What follows belongs to an exercise in optimizing a design on an open flow for small area, a short achievable clock period and few clock cycles per item; a production flow would make more cautious choices. Where RTL was checked, it was by simulation tests only, not by an equivalence proof against the original. Function not checked in run 2: the RTL went through the layout flow alone.

## flow/design.v (module list and top-level ports; edited modules follow where they fit)
// module sr_gen: 2707 lines
// module sr_fa: 10 lines
// module sr_x3: 8 lines
module sr_gen (
    input  wire        clk,
    input  wire        rst,
    input  wire        in_valid,
    output wire        in_ready,
    input  wire        in_load,
    input  wire [63:0] in_j,
    input  wire [63:0] in_s,
    input  wire [31:0] in_t,
    input  wire [47:0] in_x,
    output wire        out_valid,
    input  wire        out_ready,
    output wire [23:0] out_u
);
  // ...
==> flow/flow/run.sh <==
#!/bin/bash
# Layout: the standard flow (standard.sh) with the standard synthesis
# unchanged. After synthesis two things differ from the standard run:
#  - the port buffers are buf_2 cells instead of the delay cell that
#    buffer_ports picks by default (every port still gets its buffer);
#  - the delay cells (clkdlybuf4s*, dlygate*, dlymetal*) are added to the
#    platform's don't-use list, so the repair of slew, capacitance and long
#    wires uses plain buffers.
# Each tool's output goes to a log file of its own in this folder.
set -euo pipefail
bash standard.sh synth > synth.log 2>&1
FULL=$(make -s -C "$FLOW_HOME" DESIGN_CONFIG="$PWD/config.mk" WORK_HOME="$PWD/orfs" \
       print-DONT_USE_CELLS 2> print_dont_use.log | sed -n 's/^DONT_USE_CELLS: //p')
DU="$FULL"
for c in clkdlybuf4s15_1 clkdlybuf4s15_2 clkdlybuf4s18_1 clkdlybuf4s18_2 \
         clkdlybuf4s25_1 clkdlybuf4s25_2 clkdlybuf4s50_1 clkdlybuf4s50_2 \
         dlygate4sd1_1 dlygate4sd2_1 dlygate4sd3_1 \
         dlymetal6s2s_1 dlymetal6s4s_1 dlymetal6s6s_1; do
  DU="$DU sky130_fd_sc_hd__$c"
done
echo "DONT_USE_CELLS=$DU" > dont_use.txt
bash standard.sh "DONT_USE_CELLS=$DU" \
  "BUFFER_PORTS_ARGS=-buffer_cell sky130_fd_sc_hd__buf_2" finish > layout.log 2>&1
==> flow/standard.sh <==
#!/bin/bash
# synth_recipe.tcl (not shown) runs the flow's synth.tcl, then flattens the netlist and writes it again
# the make line also repeats each setting of config.mk as NAME=value (left out here)
make -C /OpenROAD-flow-scripts/flow DESIGN_CONFIG=/design/flow/config.mk WORK_HOME=/design/flow/orfs CLKGATE_MAP_FILE= SYNTH_SCRIPT=/design/flow/synth_recipe.tcl "${@:-finish}"
==> flow/config.mk <==
export PLATFORM = sky130hd
export DESIGN_NAME = sr_gen
export DESIGN_NICKNAME = sr_gen
export VERILOG_FILES = /design/flow/design.v
export SDC_FILE = /design/flow/constraint.sdc
export NUM_CORES = 4
export LEC_CHECK = 0
export CAP_MARGIN = 30
export CORE_MARGIN = 2
export CORE_UTILIZATION = 50
export CTS_BUF_LIST = sky130_fd_sc_hd__clkbuf_4 sky130_fd_sc_hd__clkbuf_8
export PLACE_DENSITY = 0.65
export SETUP_SLACK_MARGIN = 0.4
export SLEW_MARGIN = 60
export SYNTH_HIERARCHICAL = 1
==> flow/constraint.sdc <==
create_clock -name core_clock -period 12.0 [get_ports {clk}]
set_input_delay 2.4000 -clock core_clock [delete_from_list [all_inputs] [get_ports {clk}]]
set_output_delay 2.4000 -clock core_clock [all_outputs]
set_load 0.01 [all_outputs]
==> summary.md, run 1 <==
| Metric | Value |
|---|---|
| Outcome | complete, but fails checks |
| SO Viols | antenna rules |
| Yosys reg bits | 761 |
| Crit-path most repeated cell | fa_1 |
| Clock Skews | 0.04670 ns |
| WL met2 | 91310 um |
| M1 wire length | 73580 um |
| GRT overflow | 0 |
| Num CTS Buffers | 131 |
| EDFF count, synth | 180 |
| Non-clk invs | 221 |
| Ys async rst share | 0% |
| Clock-cell share of area | 4.730% |
| Worst r2r src | a2[7]$_DFF_P_ |
| Hold crit path type | flip-flop to flip-flop |
| Slew @ Worst Pin | 0.6540 ns |
| Wire length of the first global-routing pass | 281400 um |
| Post-CTS resize count | 0 |
| Fin. max-slew vios | 0 |
| Synth Instances | 4344 |
| Largest stage delay on the critical path | 0.68 ns |
| Commonest non-fill, non-tap cell in the layout | fa_1 |
| Max reg flops | 127 |
| Number of global-route vias before repair | 40549 |
| Bufs and invs on worst path | 1 |
| GR Layer Usage met3 | 9.399% |
| Synth Area in Compound Gates | 8.498% |
| Initial antenna violation count | 4 |
| Width of the die | 342.5 um |
| Fill cells | 9336 |
| YS warnings | 7 |
| Final ANT Viol Nets | 1 |
| Setup tns final | 0 ns |
| Most common library cells after synthesis | fa_1, dfxtp_1, nor2_1 |
| Main combinational cell family by area after synthesis | adder cells |
| Area leader, netlist | fa_1 |
| GRT busiest layer | met2 |
Testbench counts, summed over its fixed seeds: cycles 26,224, items 23,844.
==> run 2: changes to the inputs <==
--- a/flow/design.v
+++ b/flow/design.v
@@ -9,23 +9,21 @@
     input  wire [31:0] in_t,
     input  wire [47:0] in_x,
     output wire        out_valid,
     input  wire        out_ready,
     output wire [23:0] out_u
 );
     localparam [63:0] KEY_SALT = 64'h6A3D_2F59_C1B8_7E05;
     localparam integer D = 6;     
-    localparam [2:0] ST_IDLE = 3'd0;    
-    localparam [2:0] ST_K1   = 3'd1;    
-    localparam [2:0] ST_I2   = 3'd2;    
-    localparam [2:0] ST_K2   = 3'd3;    
-    localparam [2:0] ST_I3   = 3'd4;    
-    localparam [2:0] ST_K3   = 3'd5;    
-    reg  [2:0]  st;
+    localparam [1:0] ST_IDLE = 2'd0;    
+    localparam [1:0] ST_K1   = 2'd1;    
+    localparam [1:0] ST_K2   = 2'd2;    
+    localparam [1:0] ST_K3   = 2'd3;    
+    reg  [1:0]  st;
     reg  [63:0] key;
     reg  [31:0] t_hold;
     reg         rdy, rdy_o;             
     reg         v1, v2, v3, v4;         
     reg         k1, k2, k3, k4;         
     reg  [63:0] a1, na1;
     reg  [63:0] a2, na2;
     wire ta_s1, ta_c1;
@@ -2620,32 +2618,30 @@
     wire telem  = take && !in_load;
     wire pop    = ov && out_ready;
     wire push   = v4 && !k4;
     wire hfree  = !ov || pop;           
     wire fempty = !fcnt[0];
     wire fpush  = push && !(hfree && fempty);
     wire fpop   = hfree && !fempty;
     wire kr     = v4 && k4;             
-    wire issue  = (st == ST_I2) || (st == ST_I3);
-    wire [63:0] z_a = in_load && !issue ? KEY_SALT : key;
-    wire [63:0] z_b = issue ? 64'd0 : (in_load ? in_j : {16'd0, in_x});
-    wire [63:0] z   = z_a ^ z_b;
+    wire fwd    = kr && (st != ST_K3);  
+    wire [63:0] z_a = in_load ? KEY_SALT : key;
+    wire [63:0] z_b = in_load ? in_j : {16'd0, in_x};
+    wire [63:0] z_w = (st == ST_K1) ? key : {32'd0, t_hold};
+    wire [63:0] z   = fwd ? r ^ z_w : z_a ^ z_b;
     wire [63:0] a1_d = z ^ (z >> 31);
-    reg  [2:0] st_n;
+    reg  [1:0] st_n;
     always @(*) begin
         st_n = st;
         case (st)
             ST_IDLE: if (tload) st_n = ST_K1;
-            ST_K1:   if (kr) st_n = ST_I2;
-            ST_I2:   st_n = ST_K2;
-            ST_K2:   if (kr) st_n = ST_I3;
-            ST_I3:   st_n = ST_K3;
-            ST_K3:   if (kr) st_n = ST_IDLE;
-            default: st_n = ST_IDLE;
+            ST_K1:   if (kr) st_n = ST_K2;
+            ST_K2:   if (kr) st_n = ST_K3;
+            default: if (kr) st_n = ST_IDLE;
         endcase
     end
     wire [D-1:0] cnt_n = (telem && !pop) ? {cnt[D-2:0], 1'b1} :
                          (pop && !telem) ? {1'b0, cnt[D-1:1]} : cnt;
     wire rdy_n = !cnt_n[D-1] && (st_n == ST_IDLE);
     always @(posedge clk) begin
         if (rst) begin
             st    <= ST_IDLE;
@@ -2662,20 +2658,20 @@
             cnt   <= {D{1'b0}};
             ov    <= 1'b0;
         end else begin
             st    <= st_n;
             rdy   <= rdy_n;
             rdy_o <= rdy_n;
             if (tload)
                 key <= in_s;
-            else if (kr)
-                key <= r ^ ((st == ST_K1) ? key : (st == ST_K2) ? {32'd0, t_hold} : 64'd0);
-            v1 <= take || issue;
-            k1 <= tload || issue;
+            else if (kr && st == ST_K3)
+                key <= r;
+            v1 <= take || fwd;
+            k1 <= tload || fwd;
             v2 <= v1;
             k2 <= k1;
             v3 <= v2;
             k3 <= k2;
             v4 <= v3;
             k4 <= k3;
             if (hfree)
                 ov <= push || !fempty;
@@ -2694,17 +2690,17 @@
         if (tload)
             t_hold <= in_t;
         a1  <= a1_d;
         na1 <= ~a1_d;
         cs1 <= cs1_d;
         a2  <= a2_d;
         na2 <= ~a2_d;
         cs2 <= cs2_d;
-        if (fpush)
+        if (push)                       
             fifo[wp] <= r[63:40];
         if (hfree)
             ou <= fempty ? r[63:40] : fifo[rp];
     end
 endmodule
 module sr_fa (
     input  wire a,
     input  wire b,
==> flow/config.mk (replaced) <==
export PLATFORM = sky130hd
export DESIGN_NAME = sr_gen
export DESIGN_NICKNAME = sr_gen
export VERILOG_FILES = /design/flow/design.v
export SDC_FILE = /design/flow/constraint.sdc
export NUM_CORES = 4
export LEC_CHECK = 0
export CAP_MARGIN = 50
export CORE_MARGIN = 2
export CORE_UTILIZATION = 50
export PLACE_DENSITY = 0.65
export SETUP_SLACK_MARGIN = 0.4
export SLEW_MARGIN = 80
export SYNTH_HIERARCHICAL = 1
==> summary.md, run 2 <==
| Metric | Value |
|---|---|
| Most used flip-flop cell after synthesis | dfxtp_1 (unchanged) |
| GRT overflow | 0 (unchanged) |
| Num CTS Buffers | 81 (was 131) |
| DRT Wirelength | 204100 um (was 196500 um) |
| Clock Skews | 0.03552 ns (was 0.04670 ns) |
| Initial Util | 50.55% (was 50.24%) |
| Crit path capture type | flip-flop (unchanged) |
| Initial antenna violation count | 6 (was 4) |
| Dpl ws | 7.464 ns (was 6.947 ns) |
| Hold crit path type | flip-flop to flip-flop (unchanged) |
| Most common library cells after synthesis | fa_1, dfxtp_1, nor2_1 (unchanged) |
| Proportion of layout cells with a drive suffix above 1 | 29.71% (was 17.22%) |
| Xor/xnor cell area share of the yosys netlist | 7.570% (was 5.960%) |
| Largest reg by FF count | cs1 (unchanged) |
| Root Driver | clkbuf_16 (was clkbuf_8) |
| Critical Path AT | 5.35 ns (was 5.15 ns) |
| Overall global routing resource usage | 35.28% (was 34.34%) |
| EDFF count, synth | 180 (unchanged) |
| Crit path kind | flip-flop to flip-flop (unchanged) |
| DP Wirelength | 168400 um (was 156800 um) |
| PnR worst setup slack | 7.247 ns (was 7.583 ns) |
| Layout area overhead | 21.17% (was 11.97%) |
| Fin. max-slew vios | 0 (unchanged) |
| Yosys reg bits | 760 (was 761) |
| H-Tree Depth | 3 (was 4) |
| Final setup viols | 0 (unchanged) |
| Clock sinks | 760 (was 761) |
| Largest regs | cs1: 127 flops, fifo: 120 flops, cs2: 113 flops (unchanged) |
| Final period util | 39.61% (was 36.81%) |
| Hold violation total from the final report | 0 (unchanged) |
| CTS tree | yes (unchanged) |
| Relative slew slack | 78.16% (was 56.18%) |
| Layout Nets | 6555 (was 6239) |
| Row count | 124 (unchanged) |
| Syn nets | 5929 (was 5907) |
| Unrepaired setup endpoints after global routing | false (unchanged) |
| Post-synth top area share | 42.20% (was 42.63%) |
| Wire length of the first global-routing pass | 294500 um (was 281400 um) |
| Max reg flops | 127 (unchanged) |
| YS warnings | 7 (unchanged) |
| Main combinational cell family by area after synthesis | adder cells (unchanged) |
| Outcome | complete, no violations (was complete, but fails checks) |
| Drt first-iter violations | 4915 (was 4679) |
| Yosys cell types | 97 (unchanged) |
| DIE HEIGHT | 344.2 um (was 342.5 um) |
| Commonest non-fill, non-tap cell in the layout | fa_1 (unchanged) |
| Post-route cell area | 70140 um2 (was 64150 um2) |
| Clk pin slew, worst setup/hold paths | 0.07 ns (was 0.06 ns) |
| Largest net degree at the start of global routing | 39 (was 97) |
| Placed inst area | 66660 um2 (was 60970 um2) |
| Postcts setup bufs | 0 (unchanged) |
| DR pass1 iterations | 6 (unchanged) |
| Synth Area in Compound Gates | 7.830% (was 8.498%) |
| Seq/Total Area, Yosys | 29.40% (was 29.74%) |
| Max-cap viol count | 0 (unchanged) |
| Cell total after placement | 6403 (was 6051) |
| Die ar. | 118500 um2 (was 117300 um2) |
| Number of diodes | 0 (was 7) |
| Max FO, Critical Path | 6 (unchanged) |
| Worst setup SP type | flip-flop (unchanged) |
| Vias | 40048 (was 38098) |
| Commonest non-fill, non-tap cells in the layout | fa_1, buf_2, dfxtp_1 (was fa_1, dfxtp_1, buf_2) |
| Hold_buf cts | 0 (unchanged) |
| Top-count cell post-synth | fa_1 (unchanged) |
| Setup tns final | 0 ns (unchanged) |
| Post-synthesis mux area share | 2.179% (was 2.090%) |
| Fin crit period | 4.753 ns (was 4.417 ns) |
| Non-filler cells in the finished layout | 6571 (was 6303) |
| CP required | 12.60 ns (was 12.74 ns) |
| Ys async rst share | 0% (unchanged) |
| Post-synthesis simple-gate area fraction | 5.796% (was 5.849%) |
| Number of global-route vias before repair | 42698 (was 40549) |
| # IOs | 239 (unchanged) |
| Width of the die | 344.2 um (was 342.5 um) |
| Core Region | 114500 um2 (was 114000 um2) |
| I/O Buffers | 238 (unchanged) |
| Fmax | 210.4 MHz (was 226.4 MHz) |
| CTS max path bufs | 3 (unchanged) |
| Synth Instances | 4366 (was 4344) |
| Synth Area in Adders | 45.01% (was 45.47%) |
| # DRC | 0 (unchanged) |
| Slew @ Worst Pin | 0.3277 ns (was 0.6540 ns) |
| Final ANT Viol Nets | 0 (was 1) |
| Avg Cell Area, Syn | 13.26 um2 (was 13.19 um2) |
| Post-CTS resize count | 0 (unchanged) |
| Mapped Area | 57880 um2 (was 57290 um2) |
| Routed wire per std cell | 31.05 um (was 31.17 um) |
| Top cells by area, synth | fa_1, dfxtp_1, edfxtp_1, xnor2_1, ha_1 (was fa_1, dfxtp_1, edfxtp_1, ha_1, xnor2_1) |
| Clk Latency, worst-skew pair | 0.68 ns (was 0.87 ns) |
| Gpl congestion | 1.008 (was 1.019) |
| Area leader, netlist | fa_1 (unchanged) |
| Via-to-Cell Ratio | 6.095 (was 6.044) |
[run 2: final timing paths]
| path | from | endpoint | slack, ns | cells after the start |
|---|---|---|---|---|
| max | cs2[9]$_DFF_P_ | a1[20]$_DFF_P_ | 7.25 | 17 |
| min | k2$_DFFE_PN_ | k3$_DFFE_PN_ | 0.44 | 0 |
| max reg2reg | cs2[9]$_DFF_P_ | a1[20]$_DFF_P_ | 7.25 | 17 |
| min reg2reg | k2$_DFFE_PN_ | k3$_DFFE_PN_ | 0.44 | 0 |
[run 2: Yosys stat by module (local to each module, per instance)]
| module | times used | cell area, um2 | flip-flops and latches |
|---|---|---|---|
| sr_fa | 1219 | 20.02 | 0 |
| sr_gen | 1 | 32450 | 760 |
| sr_x3 | 43 | 23.77 | 0 |
[run 2: cell type report]
cell class,count,area [um2]
sequential,760,17660
tap,1512,1892
clock buffer,106,2268
inverter,197,749.5
multi-input combinational,3270,42710
fill,8788,44360
timing repair buffer,682,4369
clock inverter,44,491.7
[run 2: metal layers]
metal  GRT usage (%)  wire length [um]
met5               0                15
met4           19.06             13490
met3           8.587             20850
met2           53.85             92620
met1           46.90             77080
[run 2: cells by family (layout without fill, tap and decap cells)]
logic type,Yosys count,count (layout)
compound gates,697,697
xor+xnor,405,405
fa+ha+maj,1350,1350
buf+inv,336,1029
flops,760,760
mux,95,95
simple gates,723,723
[run 2: worst max-delay path, cell delays in order (launching register included)]
cell      delay, ns
dfxtp_1        0.46
ha_1           0.33
fa_1           0.29
a21oi_2        0.12
or4_4          0.46
a211oi_2       0.29
and4bb_1       0.29
or3_2          0.60
a21oi_1        0.27
nor3b_4        0.06
buf_2          0.15
buf_2          0.15
buf_2          0.17
buf_2          0.16
xnor2_4        0.31
xnor2_1        0.17
a21oi_4        0.25
xnor2_1        0.14
[run 2: stage by stage]
step                      utilization [%]  hold WS (ns)
after CTS                           60.63        0.4290
after global routing                61.25        0.4315
final                               61.25        0.4353
after floorplan                         -        0.4003
after detailed placement            58.22        0.4084
after global placement              53.16        0.4059

[separate check: timing with driven ports]
In the flow no input, the clock included, has a driving cell. The finished layouts below were timed again as built, in two steps. Step 1 assumes that a clkbuf_16 drives the clock port and a buf_2 every other input. Step 2, shift: input delay + t, output delay - t, t = (earliest + latest rising clock arrival at the registers) / 2. This alone moves slack from input paths to output paths. Slacks: no drivers / after step 1 / after step 2; pairs: no drivers / after step 1.
| run | t (ns) | setup WS [ns] | worst setup path after step 2 | worst register clock-pin slew, ns | worst data-port slew with drivers (ns) |
|---|---|---|---|---|---|
| run 1 | 0.913 | 7.583 / 7.583 / 6.971 | input to register | 0.08 / 0.08 | 0.11 |
| run 2 | 0.732 | 7.247 / 7.247 / 7.247 | register to register | 0.07 / 0.07 | 0.11 |
For run 1, which loses most, drivers alone change the setup slack by 0.000 ns; drivers and shift together by -0.612 ns.
